Background: an optimization exercise with open tools, aiming at small area, a short achievable clock period and few clock cycles per item. Do not read the settings as production practice.
Only simulation tests tie the RTL to the original design; equivalence was not proved.

File: flow/run.sh
#!/bin/bash
# synth_recipe.tcl (not shown) runs the flow's synth.tcl, then flattens the netlist and writes it again
# the make line also repeats each setting of config.mk as NAME=value (left out here)
make -C /OpenROAD-flow-scripts/flow DESIGN_CONFIG=/design/flow/config.mk WORK_HOME=/design/flow/orfs CLKGATE_MAP_FILE= SYNTH_SCRIPT=/design/flow/synth_recipe.tcl finish
File: flow/config.mk
export PLATFORM = sky130hd
export DESIGN_NAME = xts_aes256_enc
export DESIGN_NICKNAME = xts_aes256_enc
export VERILOG_FILES = /design/flow/design.v
export SDC_FILE = /design/flow/constraint.sdc
export NUM_CORES = 4
export LEC_CHECK = 0
export CAP_MARGIN = 20
export CORE_MARGIN = 2
export CORE_UTILIZATION = 25
export PLACE_DENSITY = 0.35
export SLEW_MARGIN = 20
File: flow/constraint.sdc
create_clock -name core_clock -period 10.0 [get_ports {clk}]
set_input_delay 2.0000 -clock core_clock [delete_from_list [all_inputs] [get_ports {clk}]]
set_output_delay 2.0000 -clock core_clock [all_outputs]
set_load 0.01 [all_outputs]
File: flow/design.v
module aes_sbox (
    input  wire [7:0] a,
    output reg  [7:0] y
);
    always @(*) begin
        case (a)
            8'h00: y = 8'h63;
            8'h01: y = 8'h7c;
            8'h02: y = 8'h77;
            8'h03: y = 8'h7b;
            8'h04: y = 8'hf2;
            8'h05: y = 8'h6b;
            8'h06: y = 8'h6f;
            8'h07: y = 8'hc5;
            8'h08: y = 8'h30;
            8'h09: y = 8'h01;
            8'h0a: y = 8'h67;
            8'h0b: y = 8'h2b;
            8'h0c: y = 8'hfe;
            8'h0d: y = 8'hd7;
            8'h0e: y = 8'hab;
            8'h0f: y = 8'h76;
            8'h10: y = 8'hca;
            8'h11: y = 8'h82;
            8'h12: y = 8'hc9;
            8'h13: y = 8'h7d;
            8'h14: y = 8'hfa;
            8'h15: y = 8'h59;
            8'h16: y = 8'h47;
            8'h17: y = 8'hf0;
            8'h18: y = 8'had;
            8'h19: y = 8'hd4;
            8'h1a: y = 8'ha2;
            8'h1b: y = 8'haf;
            8'h1c: y = 8'h9c;
            8'h1d: y = 8'ha4;
            8'h1e: y = 8'h72;
            8'h1f: y = 8'hc0;
            8'h20: y = 8'hb7;
            8'h21: y = 8'hfd;
            8'h22: y = 8'h93;
            8'h23: y = 8'h26;
            8'h24: y = 8'h36;
            8'h25: y = 8'h3f;
            8'h26: y = 8'hf7;
            8'h27: y = 8'hcc;
            8'h28: y = 8'h34;
            8'h29: y = 8'ha5;
            8'h2a: y = 8'he5;
            8'h2b: y = 8'hf1;
            8'h2c: y = 8'h71;
            8'h2d: y = 8'hd8;
            8'h2e: y = 8'h31;
            8'h2f: y = 8'h15;
            8'h30: y = 8'h04;
            8'h31: y = 8'hc7;
            8'h32: y = 8'h23;
            8'h33: y = 8'hc3;
            8'h34: y = 8'h18;
            8'h35: y = 8'h96;
            8'h36: y = 8'h05;
            8'h37: y = 8'h9a;
            8'h38: y = 8'h07;
            8'h39: y = 8'h12;
            8'h3a: y = 8'h80;
            8'h3b: y = 8'he2;
            8'h3c: y = 8'heb;
            8'h3d: y = 8'h27;
            8'h3e: y = 8'hb2;
            8'h3f: y = 8'h75;
            8'h40: y = 8'h09;
            8'h41: y = 8'h83;
            8'h42: y = 8'h2c;
            8'h43: y = 8'h1a;
            8'h44: y = 8'h1b;
            8'h45: y = 8'h6e;
            8'h46: y = 8'h5a;
            8'h47: y = 8'ha0;
            8'h48: y = 8'h52;
            8'h49: y = 8'h3b;
            8'h4a: y = 8'hd6;
            8'h4b: y = 8'hb3;
            8'h4c: y = 8'h29;
            8'h4d: y = 8'he3;
            8'h4e: y = 8'h2f;
            8'h4f: y = 8'h84;
            8'h50: y = 8'h53;
            8'h51: y = 8'hd1;
            8'h52: y = 8'h00;
            8'h53: y = 8'hed;
            8'h54: y = 8'h20;
            8'h55: y = 8'hfc;
            8'h56: y = 8'hb1;
            8'h57: y = 8'h5b;
            8'h58: y = 8'h6a;
            8'h59: y = 8'hcb;
            8'h5a: y = 8'hbe;
            8'h5b: y = 8'h39;
            8'h5c: y = 8'h4a;
            8'h5d: y = 8'h4c;
            8'h5e: y = 8'h58;
            8'h5f: y = 8'hcf;
            8'h60: y = 8'hd0;
            8'h61: y = 8'hef;
            8'h62: y = 8'haa;
            8'h63: y = 8'hfb;
            8'h64: y = 8'h43;
            8'h65: y = 8'h4d;
            8'h66: y = 8'h33;
            8'h67: y = 8'h85;
            8'h68: y = 8'h45;
            8'h69: y = 8'hf9;
            8'h6a: y = 8'h02;
            8'h6b: y = 8'h7f;
            8'h6c: y = 8'h50;
            8'h6d: y = 8'h3c;
            8'h6e: y = 8'h9f;
            8'h6f: y = 8'ha8;
            8'h70: y = 8'h51;
            8'h71: y = 8'ha3;
            8'h72: y = 8'h40;
            8'h73: y = 8'h8f;
            8'h74: y = 8'h92;
            8'h75: y = 8'h9d;
            8'h76: y = 8'h38;
            8'h77: y = 8'hf5;
            8'h78: y = 8'hbc;
            8'h79: y = 8'hb6;
            8'h7a: y = 8'hda;
            8'h7b: y = 8'h21;
            8'h7c: y = 8'h10;
            8'h7d: y = 8'hff;
            8'h7e: y = 8'hf3;
            8'h7f: y = 8'hd2;
            8'h80: y = 8'hcd;
            8'h81: y = 8'h0c;
            8'h82: y = 8'h13;
            8'h83: y = 8'hec;
            8'h84: y = 8'h5f;
            8'h85: y = 8'h97;
            8'h86: y = 8'h44;
            8'h87: y = 8'h17;
            8'h88: y = 8'hc4;
            8'h89: y = 8'ha7;
            8'h8a: y = 8'h7e;
            8'h8b: y = 8'h3d;
            8'h8c: y = 8'h64;
            8'h8d: y = 8'h5d;
            8'h8e: y = 8'h19;
            8'h8f: y = 8'h73;
            8'h90: y = 8'h60;
            8'h91: y = 8'h81;
            8'h92: y = 8'h4f;
            8'h93: y = 8'hdc;
            8'h94: y = 8'h22;
            8'h95: y = 8'h2a;
            8'h96: y = 8'h90;
            8'h97: y = 8'h88;
            8'h98: y = 8'h46;
            8'h99: y = 8'hee;
            8'h9a: y = 8'hb8;
            8'h9b: y = 8'h14;
            8'h9c: y = 8'hde;
            8'h9d: y = 8'h5e;
            8'h9e: y = 8'h0b;
            8'h9f: y = 8'hdb;
            8'ha0: y = 8'he0;
            8'ha1: y = 8'h32;
            8'ha2: y = 8'h3a;
            8'ha3: y = 8'h0a;
            8'ha4: y = 8'h49;
            8'ha5: y = 8'h06;
            8'ha6: y = 8'h24;
            8'ha7: y = 8'h5c;
            8'ha8: y = 8'hc2;
            8'ha9: y = 8'hd3;
            8'haa: y = 8'hac;
            8'hab: y = 8'h62;
            8'hac: y = 8'h91;
            8'had: y = 8'h95;
            8'hae: y = 8'he4;
            8'haf: y = 8'h79;
            8'hb0: y = 8'he7;
            8'hb1: y = 8'hc8;
            8'hb2: y = 8'h37;
            8'hb3: y = 8'h6d;
            8'hb4: y = 8'h8d;
            8'hb5: y = 8'hd5;
            8'hb6: y = 8'h4e;
            8'hb7: y = 8'ha9;
            8'hb8: y = 8'h6c;
            8'hb9: y = 8'h56;
            8'hba: y = 8'hf4;
            8'hbb: y = 8'hea;
            8'hbc: y = 8'h65;
            8'hbd: y = 8'h7a;
            8'hbe: y = 8'hae;
            8'hbf: y = 8'h08;
            8'hc0: y = 8'hba;
            8'hc1: y = 8'h78;
            8'hc2: y = 8'h25;
            8'hc3: y = 8'h2e;
            8'hc4: y = 8'h1c;
            8'hc5: y = 8'ha6;
            8'hc6: y = 8'hb4;
            8'hc7: y = 8'hc6;
            8'hc8: y = 8'he8;
            8'hc9: y = 8'hdd;
            8'hca: y = 8'h74;
            8'hcb: y = 8'h1f;
            8'hcc: y = 8'h4b;
            8'hcd: y = 8'hbd;
            8'hce: y = 8'h8b;
            8'hcf: y = 8'h8a;
            8'hd0: y = 8'h70;
            8'hd1: y = 8'h3e;
            8'hd2: y = 8'hb5;
            8'hd3: y = 8'h66;
            8'hd4: y = 8'h48;
            8'hd5: y = 8'h03;
            8'hd6: y = 8'hf6;
            8'hd7: y = 8'h0e;
            8'hd8: y = 8'h61;
            8'hd9: y = 8'h35;
            8'hda: y = 8'h57;
            8'hdb: y = 8'hb9;
            8'hdc: y = 8'h86;
            8'hdd: y = 8'hc1;
            8'hde: y = 8'h1d;
            8'hdf: y = 8'h9e;
            8'he0: y = 8'he1;
            8'he1: y = 8'hf8;
            8'he2: y = 8'h98;
            8'he3: y = 8'h11;
            8'he4: y = 8'h69;
            8'he5: y = 8'hd9;
            8'he6: y = 8'h8e;
            8'he7: y = 8'h94;
            8'he8: y = 8'h9b;
            8'he9: y = 8'h1e;
            8'hea: y = 8'h87;
            8'heb: y = 8'he9;
            8'hec: y = 8'hce;
            8'hed: y = 8'h55;
            8'hee: y = 8'h28;
            8'hef: y = 8'hdf;
            8'hf0: y = 8'h8c;
            8'hf1: y = 8'ha1;
            8'hf2: y = 8'h89;
            8'hf3: y = 8'h0d;
            8'hf4: y = 8'hbf;
            8'hf5: y = 8'he6;
            8'hf6: y = 8'h42;
            8'hf7: y = 8'h68;
            8'hf8: y = 8'h41;
            8'hf9: y = 8'h99;
            8'hfa: y = 8'h2d;
            8'hfb: y = 8'h0f;
            8'hfc: y = 8'hb0;
            8'hfd: y = 8'h54;
            8'hfe: y = 8'hbb;
            8'hff: y = 8'h16;
            default: y = 8'h00;
        endcase
    end
endmodule
module xts_aes256_enc (
    input  wire         clk,
    input  wire         rst,         
    input  wire         start,
    input  wire [255:0] key1,
    input  wire [255:0] key2,
    input  wire [127:0] tweak,
    output wire         idle,
    input  wire         in_valid,
    input  wire [127:0] in_data,
    input  wire         in_last,
    output wire         in_ready,
    output reg          out_valid,
    output reg  [127:0] out_data,
    output reg          out_last
);
    localparam [1:0] S_IDLE  = 2'd0,
                     S_TWEAK = 2'd1,    
                     S_DATA  = 2'd2;    
    reg [1:0]   mode;
    reg [255:0] k1;          
    reg [127:0] t;           
    reg         last_q;      
    reg         busy;        
    reg [3:0]   round;       
    reg [127:0] s;           
    reg [127:0] kp;          
    reg [127:0] kc;          
    assign idle     = (mode == S_IDLE);
    assign in_ready = (mode == S_DATA) && !busy;
    wire accept = in_valid && in_ready;
    wire [127:0] sb;
    genvar gi;
    generate
        for (gi = 0; gi < 16; gi = gi + 1) begin : g_sbox
            aes_sbox u_sbox (.a(s[127-8*gi -: 8]), .y(sb[127-8*gi -: 8]));
        end
    endgenerate
    function [7:0] xtime;
        input [7:0] b;
        xtime = {b[6:0], 1'b0} ^ (b[7] ? 8'h1b : 8'h00);
    endfunction
    function [7:0] byte_of;
        input [127:0] v;
        input integer i;
        byte_of = v[127-8*i -: 8];
    endfunction
    reg [127:0] sr;          
    reg [127:0] mc;          
    integer r, c;
    reg [7:0] a0, a1, a2, a3;
    always @(*) begin
        for (c = 0; c < 4; c = c + 1)
            for (r = 0; r < 4; r = r + 1)
                sr[127-8*(4*c+r) -: 8] = byte_of(sb, 4*((c + r) % 4) + r);
        for (c = 0; c < 4; c = c + 1) begin
            a0 = byte_of(sr, 4*c+0);
            a1 = byte_of(sr, 4*c+1);
            a2 = byte_of(sr, 4*c+2);
            a3 = byte_of(sr, 4*c+3);
            mc[127-8*(4*c+0) -: 8] = xtime(a0) ^ xtime(a1) ^ a1 ^ a2 ^ a3;
            mc[127-8*(4*c+1) -: 8] = a0 ^ xtime(a1) ^ xtime(a2) ^ a2 ^ a3;
            mc[127-8*(4*c+2) -: 8] = a0 ^ a1 ^ xtime(a2) ^ xtime(a3) ^ a3;
            mc[127-8*(4*c+3) -: 8] = xtime(a0) ^ a0 ^ a1 ^ a2 ^ xtime(a3);
        end
    end
    wire         final_round = (round == 4'd14);
    wire [127:0] s_next      = (final_round ? sr : mc) ^ kc;
    wire [31:0] kc_w3 = kc[31:0];
    wire [31:0] sw_in = round[0] ? {kc_w3[23:0], kc_w3[31:24]} : kc_w3;   
    wire [31:0] sw_out;
    generate
        for (gi = 0; gi < 4; gi = gi + 1) begin : g_ksbox
            aes_sbox u_ksbox (.a(sw_in[31-8*gi -: 8]), .y(sw_out[31-8*gi -: 8]));
        end
    endgenerate
    reg [7:0] rcon;
    always @(*) begin
        case (round)
            4'd1:    rcon = 8'h01;
            4'd3:    rcon = 8'h02;
            4'd5:    rcon = 8'h04;
            4'd7:    rcon = 8'h08;
            4'd9:    rcon = 8'h10;
            4'd11:   rcon = 8'h20;
            4'd13:   rcon = 8'h40;
            default: rcon = 8'h00;
        endcase
    end
    wire [31:0]  ktmp = sw_out ^ {rcon, 24'h000000};
    wire [31:0]  nw0  = kp[127:96] ^ ktmp;
    wire [31:0]  nw1  = kp[95:64]  ^ nw0;
    wire [31:0]  nw2  = kp[63:32]  ^ nw1;
    wire [31:0]  nw3  = kp[31:0]   ^ nw2;
    wire [127:0] k_next = {nw0, nw1, nw2, nw3};
    function [127:0] mul_alpha;
        input [127:0] v;
        integer i;
        reg [7:0] b, prev;
        begin
            for (i = 0; i < 16; i = i + 1) begin
                b    = v[127-8*i -: 8];
                prev = (i == 0) ? (v[7] ? 8'h87 : 8'h00) : {7'd0, v[127-8*(i-1)]};
                mul_alpha[127-8*i -: 8] = {b[6:0], 1'b0} ^ prev;
            end
        end
    endfunction
    wire [127:0] cipher_out = s_next ^ t;
    always @(posedge clk) begin
        if (rst) begin
            mode      <= S_IDLE;
            busy      <= 1'b0;
            out_valid <= 1'b0;
            out_last  <= 1'b0;
        end else begin
            out_valid <= 1'b0;
            out_last  <= 1'b0;
            if (mode == S_IDLE && start) begin
                mode  <= S_TWEAK;
                k1    <= key1;
                s     <= tweak ^ key2[255:128];
                kp    <= key2[255:128];
                kc    <= key2[127:0];
                round <= 4'd1;
                busy  <= 1'b1;
            end else if (accept) begin
                s      <= in_data ^ t ^ k1[255:128];
                kp     <= k1[255:128];
                kc     <= k1[127:0];
                round  <= 4'd1;
                busy   <= 1'b1;
                last_q <= in_last;
            end else if (busy) begin
                s     <= s_next;
                kp    <= kc;
                kc    <= k_next;
                round <= round + 4'd1;
                if (final_round) begin
                    busy <= 1'b0;
                    if (mode == S_TWEAK) begin
                        t    <= s_next;
                        mode <= S_DATA;
                    end else begin
                        out_valid <= 1'b1;
                        out_data  <= cipher_out;
                        out_last  <= last_q;
                        t         <= mul_alpha(t);
                        if (last_q)
                            mode <= S_IDLE;
                    end
                end
            end
        end
    end
endmodule
==> impl_metrics.yaml, run 1 <==
status:
  status: "timing/DRC/antenna clean"
clock_tree:
  numCtsBuffers: 160
  tritoncts: "yes"
  post-cts-setup-buffers: 0
  post_cts_resized: 0
  clock_tree.htree_level_count: 4
  cts.clk_slew.worst_paths_ps: 60
  ctsRootBufferMaster: "sky130_fd_sc_hd__clkbuf_16"
  cts_hold_buffers: 0
  clkLatencyLatePin_ps: 980
  clock_sinks: 1034
  ctsLongestPathBuffers: 4
synth:
  yosys.area_share.adder_pct: 2.42
  ys_seq_area_share_pct: 25.0
  mean_instance_size_in_the_synthesized_netlist_sq_um: 7.84
  async_flop_share_pct: 0
  simple_gate_fraction_of_synth_area_pct: 15.6
  syn-instance-count: 15197
  netlist_top_cells_area: "sky130_fd_sc_hd__edfxtp_1 23%, sky130_fd_sc_hd__o21ai_0 6.2%, sky130_fd_sc_hd__xnor2_1 5.1%"
  yosys_register_bits: 1034
  synth-xor-area-share_pct: 11.2
  post-synth-top-area-fraction_pct: 22.7
  netlist.top_cell.by_area: "sky130_fd_sc_hd__edfxtp_1"
  main_combinational_cell_family_by_area_after_synthesis: "compound AO/OA/AOI/OAI gates"
  yosys_warnings: 2
  synth_edf_count: 901
  synth_fp_nets: 16200
  muxShareOfSynthArea_pct: 3.04
  synth_cell_types: 117
  mappedNetlistArea_sq_um: 119000
  postSynth.topFlopCell: "sky130_fd_sc_hd__edfxtp_1"
  synth_top_cells_by_count: "1568 x sky130_fd_sc_hd__nand2_1, 1466 x sky130_fd_sc_hd__o21ai_0, 1212 x sky130_fd_sc_hd__nor2_1"
  post-synth-top-count-cell: "sky130_fd_sc_hd__nand2_1"
  synth_compound_area_share_pct: 35.6
detailed_routing:
  iter_0_drt_violations: 22976
  routed_via_density: 6.46
  detail-route-antenna-nets: 0
  route.final.wire_length_um: 848000
  drtPass1Iterations: 10
  via_total_after_detailed_routing: 139939
  remaining_drc_errors: 0
  routed_wire_length_per_instance_um: 39.1
floorplan:
  placement_rows: 253
  pin_count: 905
  initial_core_util_pct: 25.1
  die_area_sq_um: 482000
  die_w_um: 694
  floorplan.core_area_sq_um: 475000
  fp.dieH_um: 694
grt:
  grt_pass1_vias: 130370
  global_route_wire_length_before_repair_um: 1150000
  grt_antenna_before_repair: 88
  grt-ovfl-total: 0
  grt_max_degree: 104
  global_route.usage.total_pct: 33.3
timing:
  timing_worst_slew_pin_value_ps: 1340
  max-slew-margin-rel_pct: 10.8
  grt_setup_unrepaired: "false"
  report.final.hold_viol_count: 0
  layout_min_cycle_time_ps: 7790
  worst_slack_ps: 2210
  final_min_period_over_clock_period_pct: 77.9
  tns_ps: 0
  final-max-slew-violation-count: 0
  timing.fmax_mhz: 128
  setup-violations-final: 0
  skew_ps: 95.5
layout:
  multi_input_comb_area_sq_um: 81700
  share_of_final_layout_standard_cells_stronger_than_drive_strength_1_pct: 8.42
  count_of_filler_cells_inserted_in_the_layout: 51451
  layout.nets: 16266
  seq_area_sq_um: 29700
  area_growth_syn_to_layout_pct: 17.5
placed_design:
  io_buffer_count: 904
  place.gp.congestion: 1.01
  dpl.hpwl_um: 625000
  post-place-ws_ps: 1690
worst_setup_path:
  worstSetupPathType: "reg -> reg"
  cp-start-kind: "register"
  reg2reg_setup_slack_ps: 2210
  endpoint_kind: "register"
  arrival_ps: 8390
  maximum_fanout_along_the_worst_path: 21
  crit_required_ps: 10610
hold_path:
  hold_class: "reg -> reg"
run:
  maxCapViolCount: 0
[state kept, by name, indices dropped and copies added, names as in the netlist]
signal / cells
t: 128
kc: 128
out_last: 1
last_q: 1
a1: 8
out_data: 128
s: 128
out_valid: 1
k1: 256
a0: 8
round: 4
kp: 128
g_sbox.u_sbox.y: 96
a3: 8
mode: 2
a2: 8
busy: 1
[stage by stage]
| step | hold slack, ps | instance area [sq um] | instances | utilization (%) |
|---|---|---|---|---|
| finish | 556 | 140000 | 21673 | 29.5 |
| CTS | 557 | 140000 | 21630 | 29.4 |
| global placement | 548 | 134000 | 21338 | 28.3 |
| floorplan | 464 | 119000 | 15197 | - |
| detailed placement | 545 | 134000 | 21342 | 28.3 |
| global route | 594 | 140000 | 21657 | 29.5 |
[metal layers]
| metal | vias to the layer above | share of wire, % | track usage (%) |
|---|---|---|---|
| met5 | - | 0.019 | 0 |
| met4 | 26 | 5.8 | 16.0 |
| met3 | 1476 | 9.4 | 7.06 |
| met2 | 8987 | 43 | 50.9 |
| met1 | 70683 | 41 | 44.4 |
| li1 | 58767 | - | - |
[cell type report]
| class | instances | area share [%] |
|---|---|---|
| well taps | 6247 | 5.59 |
| repair buffers | 1574 | 10.2 |
| inverters | 284 | 0.768 |
| clock inverters | 88 | 0.749 |
| clock buffers | 200 | 3.01 |
| multi-input cells | 12209 | 58.4 |
| diodes | 37 | 0.0662 |
| flip-flops and latches | 1034 | 21.2 |
[cells in the final DEF (no fill, tap or decap), types with 65 or more instances in the layout]
cell type | synthesis | final
sky130_fd_sc_hd__a211o_1 | 65 | 65
sky130_fd_sc_hd__a211oi_1 | 291 | 288
sky130_fd_sc_hd__a21o_1 | 73 | 69
sky130_fd_sc_hd__a21oi_1 | 1205 | 1195
sky130_fd_sc_hd__a221oi_1 | 166 | 165
sky130_fd_sc_hd__a222oi_1 | 190 | 190
sky130_fd_sc_hd__a22oi_1 | 196 | 196
sky130_fd_sc_hd__a311oi_1 | 248 | 248
sky130_fd_sc_hd__a31oi_1 | 350 | 349
sky130_fd_sc_hd__and2_1 | 69 | 67
sky130_fd_sc_hd__and3_1 | 76 | 75
sky130_fd_sc_hd__buf_4 | 71 | 647
sky130_fd_sc_hd__clkbuf_16 | 0 | 161
sky130_fd_sc_hd__clkdlybuf4s50_1 | 0 | 903
sky130_fd_sc_hd__dfxtp_1 | 133 | 133
sky130_fd_sc_hd__edfxtp_1 | 901 | 901
sky130_fd_sc_hd__ha_1 | 230 | 230
sky130_fd_sc_hd__inv_1 | 243 | 240
sky130_fd_sc_hd__mux2i_1 | 203 | 168
sky130_fd_sc_hd__nand2_1 | 1568 | 1559
sky130_fd_sc_hd__nand2b_1 | 74 | 73
sky130_fd_sc_hd__nand3_1 | 477 | 477
sky130_fd_sc_hd__nor2_1 | 1212 | 1206
sky130_fd_sc_hd__nor3_1 | 427 | 421
sky130_fd_sc_hd__o2111ai_1 | 116 | 116
sky130_fd_sc_hd__o211ai_1 | 353 | 353
sky130_fd_sc_hd__o21ai_0 | 1466 | 1456
sky130_fd_sc_hd__o221ai_1 | 166 | 162
sky130_fd_sc_hd__o22ai_1 | 233 | 233
sky130_fd_sc_hd__o311ai_0 | 209 | 209
sky130_fd_sc_hd__o31ai_1 | 115 | 115
sky130_fd_sc_hd__xnor2_1 | 692 | 684
sky130_fd_sc_hd__xnor3_1 | 139 | 139
sky130_fd_sc_hd__xor2_1 | 321 | 317
[critical path: stages, from the launching register on]
cell and delay [ps]:
sky130_fd_sc_hd__edfxtp_1 900, sky130_fd_sc_hd__mux2i_4 340, sky130_fd_sc_hd__buf_4 360, sky130_fd_sc_hd__ha_1 710
sky130_fd_sc_hd__inv_1 460, sky130_fd_sc_hd__o211ai_1 350, sky130_fd_sc_hd__a21boi_0 900, sky130_fd_sc_hd__a21oi_1 90
sky130_fd_sc_hd__a2111o_1 450, sky130_fd_sc_hd__o2111ai_1 110, sky130_fd_sc_hd__a31oi_1 290, sky130_fd_sc_hd__xor2_2 840
sky130_fd_sc_hd__xor2_1 860, sky130_fd_sc_hd__xor2_1 120, sky130_fd_sc_hd__o21ai_0 630
[logic make-up after synthesis]
kind of cell	Yosys count
AOI/OAI and AO/OA	6236
xor gates and xnor gates	1211
buffers and inverters	1954
and+or+nand+nor	4223
muxes	309
adders and majority gates	230
DFF	1034
[worst paths after layout]
| check | start | end | cells past startpoint |
|---|---|---|---|
| worst max-delay path | round[0]$_SDFFCE_PP1N_ | kc[55]$_DFFE_PN_ | 14 |
| worst min-delay path | k1[10]$_DFFE_PP_ | kc[10]$_DFFE_PN_ | 2 |
| worst max register to register | round[0]$_SDFFCE_PP1N_ | kc[55]$_DFFE_PN_ | 14 |
| worst min register to register | k1[10]$_DFFE_PP_ | kc[10]$_DFFE_PN_ | 2 |
Testbench counts, summed over its fixed seeds: cycles 74,408, blocks 4,896.
==> run 2: changes to the inputs <==
--- a/flow/design.v
+++ b/flow/design.v
@@ -293,7 +293,8 @@
     reg [127:0] kp;          
     reg [127:0] kc;          
     assign idle     = (mode == S_IDLE);
-    assign in_ready = (mode == S_DATA) && !busy;
+    wire final_round;
+    assign in_ready = (mode == S_DATA) && (!busy || (final_round && !last_q));
     wire accept = in_valid && in_ready;
     wire [127:0] sb;
     genvar gi;
@@ -330,7 +331,7 @@
             mc[127-8*(4*c+3) -: 8] = xtime(a0) ^ a0 ^ a1 ^ a2 ^ xtime(a3);
         end
     end
-    wire         final_round = (round == 4'd14);
+    assign       final_round = (round == 4'd14);
     wire [127:0] s_next      = (final_round ? sr : mc) ^ kc;
     wire [31:0] kc_w3 = kc[31:0];
     wire [31:0] sw_in = round[0] ? {kc_w3[23:0], kc_w3[31:24]} : kc_w3;   
@@ -390,12 +391,18 @@
                 round <= 4'd1;
                 busy  <= 1'b1;
             end else if (accept) begin
-                s      <= in_data ^ t ^ k1[255:128];
+                s      <= in_data ^ (busy ? mul_alpha(t) : t) ^ k1[255:128];
                 kp     <= k1[255:128];
                 kc     <= k1[127:0];
                 round  <= 4'd1;
                 busy   <= 1'b1;
                 last_q <= in_last;
+                if (busy) begin
+                    out_valid <= 1'b1;
+                    out_data  <= cipher_out;
+                    out_last  <= last_q;
+                    t         <= mul_alpha(t);
+                end
             end else if (busy) begin
                 s     <= s_next;
                 kp    <= kc;
--- a/flow/config.mk
+++ b/flow/config.mk
@@ -5,6 +5,7 @@
 export SDC_FILE = /design/flow/constraint.sdc
 export NUM_CORES = 4
 export LEC_CHECK = 0
+export ABC_AREA = 1
 export CAP_MARGIN = 20
 export CORE_MARGIN = 2
 export CORE_UTILIZATION = 25
==> run 2 against run 1 <==
Critical endpoint is now a3[1]$_DFF_P_; fmax up 13%; sequential share of layout area up 0.43 points; core utilization down 0.071 points; critical path type is now in -> reg; count of clock-buffer cells in the layout up 13; final area down 2.0%; largest cell class unchanged; die area down 1.9%; hold slack worse by 22 ps; clock skew down 35 ps; synthesized cell count up 27%.
==> impl_metrics.yaml, run 2 <==
timing:
  skew_ps: 60.8
  report.final.hold_viol_count: 0
  grt_setup_unrepaired: "false"
  timing_worst_slew_pin_value_ps: 1310
  timing.fmax_mhz: 145
  layout_min_cycle_time_ps: 6900
  final-max-slew-violation-count: 0
  max-slew-margin-rel_pct: 12.8
  setup-violations-final: 0
  final_min_period_over_clock_period_pct: 69.0
  tns_ps: 0
status:
  status: "timing/DRC/antenna clean"
placed_design:
  io_buffer_count: 904
  dpl-instance-area_sq_um: 131000
  place.gp.congestion: 1.01
  dpl.cell_count: 25658
  dpl.hpwl_um: 670000
synth:
  synth_edf_count: 901
  postSynth.topFlopCell: "sky130_fd_sc_hd__edfxtp_1"
  mappedNetlistArea_sq_um: 117000
  synth_cell_types: 50
  netlist.top_cell.by_area: "sky130_fd_sc_hd__edfxtp_1"
  mean_instance_size_in_the_synthesized_netlist_sq_um: 6.04
  yosys_warnings: 2
  syn-instance-count: 19355
  post-synth-top-count-cell: "sky130_fd_sc_hd__nand2_1"
  ys_seq_area_share_pct: 25.4
  synth_fp_nets: 20344
  synth_top_cells_by_count: "6859 x sky130_fd_sc_hd__nand2_1, 5127 x sky130_fd_sc_hd__nand3_1, 1154 x sky130_fd_sc_hd__inv_1"
  post-synth-top-area-fraction_pct: 23.2
  yosys_register_bits: 1034
  netlist_top_cells_area: "sky130_fd_sc_hd__edfxtp_1 23%, sky130_fd_sc_hd__nand2_1 22%, sky130_fd_sc_hd__nand3_1 22%"
  async_flop_share_pct: 0
hold_path:
  min_to: "mode[0]$_SDFFE_PP0P_"
  whs_path_cells: 2
  hold_class: "reg -> reg"
  worst_hold_startpoint: "mode[0]$_SDFFE_PP0P_"
layout:
  final_design_area_no_fill_sq_um: 137000
  layout_common_cells: "6834 x sky130_fd_sc_hd__nand2_1, 5127 x sky130_fd_sc_hd__nand3_1, 1149 x sky130_fd_sc_hd__inv_1"
  registers.top_by_ff_count: "k1"
  post-route-util_pct: 29.4
  share_of_final_layout_standard_cells_stronger_than_drive_strength_1_pct: 5.14
  area_growth_syn_to_layout_pct: 17.4
  most_common_library_cell_in_the_layout_ignoring_fill_and_taps: "sky130_fd_sc_hd__nand2_1"
  fin_cells: 26163
  largest_register_ff_count: 256
  layout.nets: 20610
clock_tree:
  clkLatencyLatePin_ps: 940
  post_cts_resized: 0
  numCtsBuffers: 159
  clock_tree.htree_level_count: 4
  cts_hold_buffers: 0
  ctsRootBufferMaster: "sky130_fd_sc_hd__clkbuf_16"
  ctsLongestPathBuffers: 4
  post-cts-setup-buffers: 0
  cts.clk_slew.worst_paths_ps: 60
  clock_sinks: 1034
  tritoncts: "yes"
floorplan:
  pin_count: 905
  initial_core_util_pct: 25.1
  die_w_um: 688
  placement_rows: 251
  fp.dieH_um: 688
  die_area_sq_um: 473000
  floorplan.core_area_sq_um: 466000
grt:
  grt-ovfl-total: 0
  global_route_wire_length_before_repair_um: 1170000
  grt_pass1_vias: 136920
  grt_max_degree: 122
  global_route.usage.total_pct: 34.9
  grt_antenna_before_repair: 101
detailed_routing:
  iter_0_drt_violations: 19477
  routed_via_density: 5.58
  highest-signal-layer: "met5"
  dr_wl_met2_um: 378000
  routed_wire_length_per_instance_um: 33.0
  detail-route-antenna-nets: 0
  routedLengthMet1_um: 364000
  route.final.wire_length_um: 863000
  met3_wirelength_um: 67100
  drtPass1Iterations: 8
  remaining_drc_errors: 0
  via_total_after_detailed_routing: 146024
worst_setup_path:
  endpoint_kind: "register"
  worst_r2r_path_cells: 22
  crit_required_ps: 10860
  maximum_fanout_along_the_worst_path: 109
  arrival_ps: 7760
  worst_reg2reg_endpoint: "a0[2]$_DFF_P_"
  reg2reg_setup_slack_ps: 3100
  worstReg2RegStart: "round[0]$_SDFFCE_PP1N_"
  cp-start-kind: "input pin"
  worstSetupPathType: "in -> reg"
run:
  maxCapViolCount: 0
-- run 2: changes by cell type after synthesis, moves of 209 or more --
cell / delta
sky130_fd_sc_hd__nand2_1: +5291
sky130_fd_sc_hd__xnor2_1: -357
sky130_fd_sc_hd__nand3_1: +4650
sky130_fd_sc_hd__o311ai_0: -209
sky130_fd_sc_hd__a31oi_1: -260
sky130_fd_sc_hd__a311oi_1: -248
sky130_fd_sc_hd__inv_1: +911
sky130_fd_sc_hd__o22ai_1: -210
sky130_fd_sc_hd__nor3_1: -419
sky130_fd_sc_hd__a21oi_1: -877
sky130_fd_sc_hd__a211oi_1: -291
sky130_fd_sc_hd__clkbuf_1: -297
sky130_fd_sc_hd__o21ai_0: -794
sky130_fd_sc_hd__nor2_1: -395
-- run 2: routing by layer --
| metal | vias up | track usage [%] |
|---|---|---|
| li1 | 65811 | - |
| met1 | 71500 | 46.5 |
| met2 | 7483 | 54.3 |
| met3 | 1204 | 5.58 |
| met4 | 26 | 17.9 |
| met5 | - | 0 |
-- run 2: worst max-delay path by stage --
stage / endpoint / depth (start not counted) / slack [ps] / startpoint
6_report: a3[1]$_DFF_P_ / 17 / 3100 / in_valid
3_5_place_dp: a3[3]$_DFF_P_ / 18 / 2230 / in_valid
5_1_grt: a3[3]$_DFF_P_ / 23 / 2810 / round[0]$_SDFFCE_PP1N_
4_1_cts: a3[3]$_DFF_P_ / 23 / 3220 / round[0]$_SDFFCE_PP1N_
2_1_floorplan: t[0]$_DFFE_PP_ / 5 / 600 / in_valid
3_3_place_gp: g_sbox[0].u_sbox.y[5]$_DFF_P_ / 17 / 850 / key2[249]
-- run 2: metrics by stage --
stage	hold slack, ps	worst slack [ps]
2_1_floorplan	466	596
3_3_place_gp	523	848
3_5_place_dp	522	2230
4_1_cts	532	3220
5_1_grt	569	2810
6_report	534	3100
-- run 2: cell families after synthesis --
logic type | count (synthesis) | share of synthesized area (%)
DFF | 1034 | 25.4
and+or+nand+nor | 13255 | 49.3
AOI/OAI and AO/OA | 1759 | 9.07
xor gates and xnor gates | 707 | 5.30
adders and majority gates | 216 | 2.31
buffers and inverters | 2384 | 8.64
-- run 2: critical path, stage by stage --
cell                              delay, ps
sky130_fd_sc_hd__clkdlybuf4s50_1        560
sky130_fd_sc_hd__nand2_8                210
sky130_fd_sc_hd__nand2_8                280
sky130_fd_sc_hd__inv_8                  190
sky130_fd_sc_hd__a21oi_4                310
sky130_fd_sc_hd__buf_12                 390
sky130_fd_sc_hd__buf_4                  680
sky130_fd_sc_hd__nand3_2                430
sky130_fd_sc_hd__nand2_2                530
sky130_fd_sc_hd__inv_1                  360
sky130_fd_sc_hd__nand2_1                590
sky130_fd_sc_hd__nand2_1                220
sky130_fd_sc_hd__nand3_1                110
sky130_fd_sc_hd__nand3_1                140
sky130_fd_sc_hd__nand3_1                180
sky130_fd_sc_hd__nand3_1                100
sky130_fd_sc_hd__nand2_1                120
-- run 2: area by class of cell --
type	instances	area [sq um]
fill	53152	329000
multi-input combinational	15937	77500
sequential	1034	29700
timing repair buffer	1249	11900
tap	6198	7750
inverter	1240	4700
clock buffer	213	4360
clock inverter	74	753
antenna	218	546
Testbench counts of run 2, summed over its fixed seeds: cycles 69,576, blocks 4,896.

port drivers added, routing unchanged:
The flow's constraints put no driver on any port. The routed layouts listed below were extracted and timed again, unchanged, in two steps.
Step 1 (the two cells are an assumption about what drives the block):
set clk [get_ports {clk}]
set_driving_cell -lib_cell sky130_fd_sc_hd__clkbuf_16 $clk
set_driving_cell -lib_cell sky130_fd_sc_hd__buf_2 [delete_from_list [all_inputs] $clk]
Step 2 moves the port delays by t, midway between the first and last clock arrival at a register: inputs arrive t later, outputs are due t later. That takes back most of the time a late clock gives input paths.
a / b / c = ideal ports / drivers / drivers and shift; a / b = the first two.
run | t (ns) | setup WS [ns] | slew at the worst register clock pin (ns)
run 1 | 1.052 | 2.212 / 2.212 / 1.197 | 0.07 / 0.07
run 2 | 1.032 | 3.096 / 3.100 / 2.161 | 0.08 / 0.08
After both steps setup and hold are still met in every run listed. The setup slack of run 1, which loses most, moves by 0.000 ns with the drivers and by -1.015 ns with both steps.
